What follows belongs to an exercise in optimizing a design on an open flow for small area, a short achievable clock period and few clock cycles; a production flow would make more cautious choices.
Function was checked by simulation only, so behaviour that the tests miss may differ from the original.

==> flow/design.v, too long to show whole: its modules and the start of the top module <==
// module stoker_core: 874 lines
module stoker_core (
    input             clk,
    input             rst,
    output     [11:0] i_addr,
    input      [31:0] i_rdata,
    output            d_req,
    output            d_we,
    output     [12:0] d_addr,
    output     [3:0]  d_be,
    output     [31:0] d_wdata,
    input      [31:0] d_rdata,
    output reg        halted,
    output reg        except,
    output reg [1:0]  exc_class,
    output reg [2:0]  exc_sub,
    output     [13:0] exc_pc,
    output     [31:0] exc_insn,
    output     [31:0] exc_addr
);
  // ...
==> flow/run.sh <==
#!/bin/bash
# synth_recipe.tcl (not shown) runs the flow's synth.tcl, then flattens the netlist and writes it again
# the make line also repeats each setting of config.mk as NAME=value (left out here)
make -C /OpenROAD-flow-scripts/flow DESIGN_CONFIG=/design/flow/config.mk WORK_HOME=/design/flow/orfs CLKGATE_MAP_FILE= SYNTH_SCRIPT=/design/flow/synth_recipe.tcl finish
==> flow/config.mk <==
export PLATFORM = sky130hd
export DESIGN_NAME = stoker_core
export DESIGN_NICKNAME = stoker_core
export VERILOG_FILES = /design/flow/design.v
export SDC_FILE = /design/flow/constraint.sdc
export NUM_CORES = 4
export LEC_CHECK = 0
export CAP_MARGIN = 20
export CORE_MARGIN = 2
export CORE_UTILIZATION = 30
export PLACE_DENSITY = 0.45
export SLEW_MARGIN = 20
==> flow/constraint.sdc <==
create_clock -name core_clock -period 24.0 [get_ports {clk}]
set_input_delay 4.8000 -clock core_clock [delete_from_list [all_inputs] [get_ports {clk}]]
set_output_delay 4.8000 -clock core_clock [all_outputs]
set_load 0.01 [all_outputs]
==> results.py, run 1 <==
metrics = {
    "floorplan": {
        "die_w_um": 487,
        "rows": 177,
    },
    "setup_path": {
        "max_stage_delay_ps": 1110,
        "r2r-start": "e_ir[16]",
        "crit_end": "ea[29]",
        "cp_slowest_cell": "a211oi_1",
        "crit_path_max_fanout": 28,
        "r2r_end": "ea[29]",
    },
    "place": {
        "gp_congestion": 0.966,
        "portBuffers": 210,
    },
    "yosys": {
        "synth_cell_types": 106,
        "async_flop_share": 0,
        "ys.flop_type": "edfxtp_1",
        "synth_top_area_share": 0.301,
    },
    "global_routing": {
        "grt_max_degree": 83,
        "grtUsageMet1": 0.375,
    },
    "sta": {
        "slew_headroom": 0.138,
        "drv_slew": 0,
        "grt_setup_unrepaired": "no",
    },
    "finish": {
        "utilization": 0.344,
        "nNetsFinal": 8304,
        "largest_reg_flops": 512,
    },
    "clock_network": {
        "postCtsSetupBuffers": 0,
        "cts_root_buf": "clkbuf_16",
    },
    "routing": {
        "dr.pass1.iters": 7,
    },
    "run_status": {
        "outcome": "finished clean",
    },
    "job": {
        "max_cap_violations": 0,
    },
    "worst_hold_path": {
        "min_delay_path_depth": 2,
    },
}
Testbench counts, summed over its fixed seeds: cycles 142,626.
==> inputs of run 2 (changes only) <==
--- a/flow/design.v
+++ b/flow/design.v
@@ -57,20 +57,23 @@
                 if (!found && x[k]) begin
                     clz32 = 31 - k;
                     found = 1'b1;
                 end
             end
         end
     endfunction
     reg [11:0]  pc_f;           
-    reg [11:0]  d_pc;           
-    reg         d_valid;
-    reg         hold_valid;
-    reg [31:0]  ir_hold;
+    reg [11:0]  f_pc;           
+    reg [11:0]  nxt;            
+    reg [31:0]  ir;             
+    reg [11:0]  ir_pc;
+    reg         ir_v;
+    reg         ir_done;        
+    reg         ir_tk;
     reg         e_valid;
     reg [31:0]  e_ir;
     reg [11:0]  e_pc;
     reg [31:0]  ea, eb;
     reg [3:0]   e_rd;
     reg         e_wr;           
     reg         e_resadd, e_subop, e_loop, e_and, e_or, e_xor, e_sh, e_shl, e_sar;
     reg         e_mul, e_min, e_max, e_clz, e_movb, e_movhi, e_sat, e_mac, e_pset;
@@ -616,17 +619,16 @@
     wire        e_multi = (e_mul || mc_cm) && e_step != 2'd3;
     wire        e_busy = e_go && !e_exc_pre && (e_multi || (e_ld && sb_v));
     wire        e_last = !e_multi;
     wire        e_we   = e_go && !e_exc_pre && e_last && e_wr;
     wire        e_stop = e_go && (e_exc_pre || x_mem || e_halt);
     assign exc_pc   = except ? {e_pc, 2'b00} : 14'd0;
     assign exc_insn = except ? e_ir : 32'd0;
     assign exc_addr = (except && exc_class == 2'd3) ? agu : 32'd0;
-    wire [31:0] ir    = hold_valid ? ir_hold : i_rdata;
     wire [5:0]  op    = ir[31:26];
     wire [1:0]  pr    = ir[25:24];
     wire [3:0]  rd    = ir[23:20];
     wire [3:0]  ra    = ir[19:16];
     wire [3:0]  rb    = ir[15:12];
     wire [3:0]  fn    = ir[11:8];
     wire [15:0] imm16 = ir[15:0];
     wire [19:0] off20 = ir[19:0];
@@ -655,40 +657,67 @@
     wire fwd_la = ld_arr && ld_rd == ra;
     wire fwd_lb = ld_arr && ld_rd == idxb;
     wire fwd_ra = ldr_v && ldr_rd == ra;
     wire fwd_rb = ldr_v && ldr_rd == idxb;
     wire [31:0] opa0 = fwd_la ? ld_val : fwd_ra ? ldr : rfa;
     wire [31:0] opb0 = fwd_lb ? ld_val : fwd_rb ? ldr : rfb;
     wire [31:0] opa  = fwd_ea ? res : opa0;
     wire [31:0] opbr = fwd_eb ? res : opb0;
-    wire [12:0] link_w = {1'b0, d_pc} + 13'd1;
+    wire [12:0] link_w = {1'b0, ir_pc} + 13'd1;
     wire        imm_sx = op == 6'h11 || op == 6'h12 || op == 6'h1D;
     wire [31:0] immv  = is_call ? {17'd0, link_w, 2'b00} :
                         imm_sx  ? {{16{imm16[15]}}, imm16} : {16'd0, imm16};
     wire [31:0] opb   = use_b ? opbr : immv;
     wire d_pred = (pr == 2'd0) ? 1'b1 : p[pr];
     reg  [15:0] eq1;
     integer qi;
     always @(*) for (qi = 0; qi < 16; qi = qi + 1) eq1[qi] = rv[qi] && rf[qi] == 32'd1;
-    wire [21:0] tgt22 = {10'd0, d_pc} + {{2{off20[19]}}, off20};
+    wire [21:0] tgt22 = {10'd0, ir_pc} + {{2{off20[19]}}, off20};
     wire        bfar  = tgt22[21:12] != 10'd0;
     wire        c_ok  = cond_true(rd, fl_n, fl_z, fl_c, fl_v, fl_s);
     wire        taken = is_br || is_call || is_ret || (is_bcc && c_ok) || (is_loop && !eq1[rd]);
     wire [11:0] btgt  = is_ret ? rawa[13:2] & {12{rv[ra]}} : tgt22[11:0];
     wire [3:0] idxc  = is_ret ? ra : rd;
     wire pend_c  = (e_valid && (e_wr || e_ld) && e_rd == idxc) ||
                    (ld_arr && ld_rd == idxc) || (ldr_v && ldr_rd == idxc);
     wire s_lduse = e_valid && e_ld && ((use_a && e_rd == ra) || (use_b && e_rd == idxb));
     wire s_flags = is_bcc && e_valid &&
                    ((rd == 4'd14) ? (e_mac || e_sat) : (rd != 4'd15 && e_setnz));
     wire s_pred  = is_ctrl && pr != 2'd0 && e_valid && e_pset && e_ir[23:22] == pr;
     wire s_cons  = (is_loop || is_ret) && pend_c;
-    wire d_stall = d_valid && (e_busy || s_lduse || s_flags || s_pred || s_cons);
-    wire redirect = d_valid && !d_stall && d_pred && taken;
+    wire d_stall = ir_v && (e_busy || s_lduse || (!ir_done && (s_flags || s_pred || s_cons)));
+    wire d_adv   = ir_v && !d_stall;
+    wire redirect = d_adv && !ir_done && d_pred && taken;
+    wire d_setnz = alu_any || op == 6'h1E || op == 6'h1F;
+    wire d_wrany = alu_any && op != 6'h0D && op != 6'h1D || op == 6'h10 || op == 6'h1E ||
+                   op == 6'h1F || is_call || is_loop || is_ld;
+    wire [3:0] d_rdw = is_call ? 4'd15 : rd;
+    wire        arr_ok = f_pc == nxt;
+    wire [5:0]  iop    = i_rdata[31:26];
+    wire [1:0]  apr    = i_rdata[25:24];
+    wire [3:0]  ard    = i_rdata[23:20];
+    wire        a_brc  = iop == 6'h28 || iop == 6'h2A;
+    wire        a_bcc  = iop == 6'h29;
+    wire        a_loop = iop == 6'h2C;
+    wire        a_ret  = iop == 6'h2B;
+    wire        p_unst = (ir_v && op == 6'h0E && ir[23:22] == apr) ||
+                         (e_valid && e_pset && e_ir[23:22] == apr);
+    wire        a_pok  = apr == 2'd0 || !p_unst;
+    wire        a_pred = (apr == 2'd0) ? 1'b1 : p[apr];
+    wire        f_unst = (ard == 4'd14) ? ((ir_v && (op == 6'h0F || op == 6'h10)) || (e_valid && (e_mac || e_sat))) :
+                         (ard != 4'd15) && ((ir_v && d_setnz) || (e_valid && e_setnz));
+    wire        c_unst = (ir_v && d_wrany && d_rdw == ard) || (e_valid && (e_wr || e_ld) && e_rd == ard) ||
+                         (ld_arr && ld_rd == ard) || (ldr_v && ldr_rd == ard);
+    wire        a_done = a_brc ? a_pok : a_bcc ? (a_pok && !f_unst) : a_loop ? (a_pok && !c_unst) : !a_ret;
+    wire        a_tk   = a_pred && (a_brc || (a_bcc && cond_true(ard, fl_n, fl_z, fl_c, fl_v, fl_s)) ||
+                                    (a_loop && !eq1[ard]));
+    wire [11:0] itgt   = f_pc + i_rdata[11:0];
+    wire        room   = !ir_v || d_adv;
+    wire        accept = room && arr_ok && !redirect;
     reg ill_op, ill_field;
     always @(*) begin
         ill_op = 1'b0; ill_field = 1'b0;
         case (op)
             6'h01, 6'h02, 6'h03, 6'h04, 6'h05, 6'h06, 6'h07, 6'h08,
             6'h09, 6'h0A, 6'h0B: ill_field = ir[11:0] != 12'd0;
             6'h16, 6'h17, 6'h18: ill_field = imm16[15:5] != 11'd0;
             6'h11, 6'h12, 6'h13, 6'h14, 6'h15: ;
@@ -721,24 +750,22 @@
                     rf[gi] <= w_val;
             end
         end
     endgenerate
     always @(posedge clk) begin
         sb_addr <= agu[14:2];
         sb_be   <= st_be;
         sb_data <= st_dat;
-        ir_hold <= ir;
         if (rst) begin
             rv <= 16'd0;
             a0 <= 42'd0; a1 <= 42'd0;
             p <= 3'd0;
             fl_n <= 1'b0; fl_z <= 1'b0; fl_c <= 1'b0; fl_v <= 1'b0; fl_s <= 1'b0;
-            pc_f <= 12'd0; d_pc <= 12'd0; d_valid <= 1'b0;
-            hold_valid <= 1'b0;
+            pc_f <= 12'd0; nxt <= 12'd0; f_pc <= 12'hFFF; ir_v <= 1'b0;
             e_valid <= 1'b0; e_step <= 2'd0;
             ld_arr <= 1'b0; ldr_v <= 1'b0; sb_v <= 1'b0;
             halted <= 1'b0; except <= 1'b0;
             exc_class <= 2'd0; exc_sub <= 3'd0;
         end else begin
             if (w_en) rv[w_idx] <= 1'b1;
             ld_arr <= 1'b0;
             if (e_we) begin
@@ -816,19 +843,19 @@
                         end else begin
                             e_uhi <= e_step != 2'd2;
                             e_vhi <= e_step != 2'd1;
                             e_neg <= e_step == 2'd2;
                         end
                     end
                 end else if (!e_stop) begin
                     e_step <= 2'd0;
-                    e_valid <= d_valid && !d_stall;
+                    e_valid <= d_adv;
                     e_ir <= ir;
-                    e_pc <= d_pc;
+                    e_pc <= ir_pc;
                     ea <= opa;
                     eb <= opb;
                     e_rd <= is_call ? 4'd15 : rd;
                     e_wr <= !ill_op && ((alu_any && op != 6'h0D && op != 6'h1D) ||
                             op == 6'h10 || op == 6'h1E || op == 6'h1F || is_call || is_loop);
                     e_resadd <= alu_any && (aop == 4'h1 || aop == 4'h2 || aop == 4'hD) || is_loop;
                     e_subop  <= alu_any && (aop == 4'h2 || aop == 4'hD || op == 6'h0A || op == 6'h0B);
                     e_loop   <= is_loop;
@@ -852,23 +879,34 @@
                     e_msz    <= (op == 6'h20 || op == 6'h23) ? 2'd0 :
                                 (op == 6'h21 || op == 6'h24) ? 2'd1 : 2'd2;
                     e_halt   <= op == 6'h2E;
                     e_setnz  <= alu_any || op == 6'h1E || op == 6'h1F;
                     e_setcv  <= alu_any && (aop == 4'h1 || aop == 4'h2 || aop == 4'hD);
                     e_setc   <= alu_any && (aop == 4'h6 || aop == 4'h7 || aop == 4'h8);
                     e_ill_op <= ill_op;
                     e_ill_field <= ill_field;
-                    e_fexc   <= d_pred && taken && bfar && !is_ret;
+                    e_fexc   <= (ir_done ? ir_tk : (d_pred && taken)) && bfar && !is_ret;
                     e_uhi    <= op == 6'h09 || fn == 4'd3;
                     e_vhi    <= op != 6'h09 && fn == 4'd3;
                     e_neg    <= op != 6'h09 && fn == 4'd1;
                 end
-                hold_valid <= d_stall;
-                if (!d_stall) begin
-                    d_pc <= pc_f;
-                    pc_f <= redirect ? btgt : pc_f + 12'd1;
-                    d_valid <= !redirect;
+                f_pc <= pc_f;
+                if (redirect) begin
+                    pc_f <= btgt; nxt <= btgt; ir_v <= 1'b0;
+                end else if (!room) begin
+                    pc_f <= nxt;           
+                end else if (accept) begin
+                    ir <= i_rdata; ir_pc <= f_pc; ir_v <= 1'b1;
+                    ir_done <= a_done; ir_tk <= a_tk;
+                    if (a_done && a_tk) begin
+                        pc_f <= itgt; nxt <= itgt;
+                    end else begin
+                        pc_f <= pc_f + 12'd1; nxt <= nxt + 12'd1;
+                    end
+                end else begin
+                    ir_v <= 1'b0;
+                    pc_f <= pc_f + 12'd1;
                 end
             end
         end
     end
 endmodule
==> run 2 against run 1 <==
Register-to-register slack improved by 500 ps. Sequential share of layout area shrank 0.38 points. Via count grew 5.3%. Final cell count is 4.8% higher. First-iteration DRC count grew 8.4%.
==> results.py, run 2 <==
metrics = {
    "yosys": {
        "syn_area_sq_um": 73300,
        "synth_most_common_cell": "nand2_1",
        "yosys_warnings": 2,
        "synth-seq-cells": 951,
        "yosys-top-cells-area": "edfxtp_1 31%, dfxtp_1 5.6%, ha_1 5.0%, a22oi_1 4.3%, nand2_1 4.2%",
        "synth_cell_types": 119,
        "synth_edf_count": 746,
        "synth_seq_area_share": 0.362,
        "avgSynthCellArea_sq_um": 8.97,
        "yosys.area.top_type": "edfxtp_1",
        "ys.flop_type": "edfxtp_1",
        "async_flop_share": 0,
        "synth_common_cells": "827 x nand2_1, 746 x edfxtp_1, 599 x a21oi_1",
        "synth_top_area_share": 0.306,
        "syn_inst": 8170,
    },
    "setup_path": {
        "worstPathRequired_ps": 19200,
        "startpoint_type": "flop",
        "r2r_end": "rf[6][31]",
        "cp.arrival_ps": 5660,
        "cp_slowest_cell": "edfxtp_1",
        "crit_cells": 15,
        "reg2reg_depth": 25,
        "end_kind": "primary output",
        "crit_type": "reg -> out",
        "crit_path_max_fanout": 10,
        "startpoint": "ea[0]",
        "rrSetupSlack_ps": 14170,
        "critPathBufInv": 2,
        "crit_path_cell_trace": "ha_1 -> fa_1 -> a211oi_1 -> o21ai_0 -> o221ai_1 -> o31ai_1 -> buf_4 -> o31ai_1 -> a31oi_1 -> nand3_1 -> o211ai_1 -> a21oi_1 -> xnor2_1 -> nor2b_1 -> clkdlybuf4s50_1",
        "crit_end": "exc_addr[30]",
        "crit_top_cell": "o31ai_1",
        "max_stage_delay_ps": 660,
        "r2r-start": "e_ir[16]",
        "crit_family": "compound AO/OA/AOI/OAI gates",
    },
    "worst_hold_path": {
        "min_path_type": "reg -> reg",
    },
    "floorplan": {
        "pin_count": 214,
        "die_w_um": 498,
        "die_h_um": 498,
        "floorplan.initialDensity": 0.302,
        "rows": 181,
        "fp.coreArea_sq_um": 243000,
        "dieArea_sq_um": 248000,
    },
    "job": {
        "max_cap_violations": 0,
    },
    "clock_network": {
        "cts_root_buf": "clkbuf_16",
        "cts_tree": "built",
        "path_clk_slew_ps": 60,
        "cts_max_path_buffers": 3,
        "postCtsSetupBuffers": 0,
        "holdBufCountCts": 0,
        "cts.repair.resized": 0,
        "cts_buffers": 114,
        "htree_levels": 3,
        "cts.sinks": 951,
        "insertion_delay_ps": 830,
    },
    "routing": {
        "avgViaCountPerCell": 6.25,
        "wl_mm": 400,
        "postRouteAntennaNets": 0,
        "drtIter0Drc": 10200,
        "drc_errors": 0,
        "dr.pass1.iters": 9,
        "num_vias": 71800,
        "wl_per_cell_um": 34.8,
    },
    "sta": {
        "grt_setup_unrepaired": "no",
        "drv_slew": 0,
        "setup_ws_ps": 13540,
        "post-route-period-util": 0.436,
        "finalHoldViolCount": 0,
        "clock_skew_ps": 77.3,
        "period_needed_ps": 10460,
        "setup_violations": 0,
        "fmax_mhz": 95.6,
        "worst-slew-pin-transition_ps": 1330,
        "fin_setup_tns_ps": 0,
        "slew_headroom": 0.102,
    },
    "global_routing": {
        "grt_pass1_wl_mm": 551,
        "grtUsageTotal": 0.309,
        "grt_overflow": 0,
        "grt_pass1_vias": 68800,
        "antenna_found_initial": 30,
        "grt_max_degree": 113,
    },
    "finish": {
        "post_route_cells_drive_above_1_share": 0.0924,
        "reg.largest.list": "rf: 512 flops, a0: 42 flops, a1: 42 flops",
        "layout_common_cells": "827 x nand2_1, 746 x edfxtp_1, 590 x a21oi_1, 542 x nor2_1, 450 x o21ai_0",
        "nNetsFinal": 8669,
        "largest_reg_flops": 512,
        "top_register": "rf",
        "utilization": 0.346,
        "final_common_cell": "nand2_1",
        "fin_cells": 11500,
        "syn2layout_area_growth_pct": 14.5,
    },
    "place": {
        "gp_congestion": 1.01,
        "portBuffers": 210,
        "place_inst": 11300,
        "dp_hpwl_mm": 291,
        "pre_cts_ws_ps": 14300,
    },
    "run_status": {
        "outcome": "finished clean",
    },
}
run 2: logic make-up (layout without fill, tap and decap cells):
family          after synthesis  in the layout  synth area share
fa+ha+maj                   432            432            0.0883
simple gates               2524           2524             0.164
buf+inv                     914           1011            0.0477
flops                       951            951             0.362
compound gates             2563           2563             0.236
xor+xnor                    488            488            0.0584
mux                         296            296            0.0441
other cells                   2             20          0.000102
run 2: layout make-up:
type / instances / area [sq um]
Fill cell: 24900 / 159000
Multi-Input combinational cell: 6310 / 43800
Sequential cell: 951 / 26500
Timing Repair Buffer: 473 / 4100
Tap cell: 3202 / 4010
Clock buffer: 130 / 2980
Clock inverter: 87 / 1320
Inverter: 321 / 1200
Antenna cell: 13 / 32.5
run 2: worst register-to-register path: cells and delay by family (launching register included):
family / cells / cell delay, ps
compound gates: 12 / 4790
fa+ha+maj: 2 / 740
buf+inv: 1 / 670
flops: 1 / 330
mux: 1 / 650
simple gates: 9 / 2280
run 2: worst min-delay path by stage:
stage | start | to | slack (ps) | depth (start not counted)
2_1_floorplan | eb[1] | sb_data[1] | 370 | 0
3_3_place_gp | a1[28] | a1[28] | 460 | 2
3_5_place_dp | a1[17] | a1[17] | 460 | 2
4_1_cts | a0[24] | a0[24] | 470 | 2
5_1_grt | a0[41] | a0[41] | 490 | 2
6_report | a1[17] | a1[17] | 470 | 2
run 2: layer usage:
metal / share of wire / GRT usage / vias up
met5: 0.00031 / 0 / -
met4: 0.085 / 0.220 / 20
met3: 0.081 / 0.0506 / 1287
met2: 0.45 / 0.495 / 4474
met1: 0.38 / 0.378 / 35400
li1: - / - / 30600
run 2: per-stage QoR:
stage,instance area (sq um),hold slack [ps]
floorplan,73300,375
global placement,79500,455
detailed placement,79600,456
CTS,83900,466
global route,83900,488
finish,84000,465
Testbench counts of run 2, summed over its fixed seeds: cycles 148,024.

==> what the ideal ports hide <==
Ports are ideal in the flow. The routed layouts listed here were re-timed in OpenROAD.
Step 1 assumes that a clkbuf_16 drives the clock port and a buf_2 every other input.
Step 2, shift: input delay + t, output delay - t, t = (earliest + latest rising clock arrival at the registers) / 2. This alone moves slack from input paths to output paths.
a / b / c = no drivers / after step 1 / after step 2; a / b = the first two.
| run | t, ns | setup slack, ns | hold WS [ns] | worst data-port slew with drivers (ns) |
|---|---|---|---|---|
| run 1 | 0.873 | 13.674 / 13.674 / 13.165 | 0.497 / 0.497 / 0.497 | 0.09 |
| run 2 | 0.875 | 13.544 / 13.457 / 14.168 | 0.465 / 0.465 / 0.465 | 0.24 |
After both steps setup and hold are still met in every run listed. The setup slack of run 1, which loses most, moves by 0.000 ns with the drivers and by -0.509 ns with both steps.
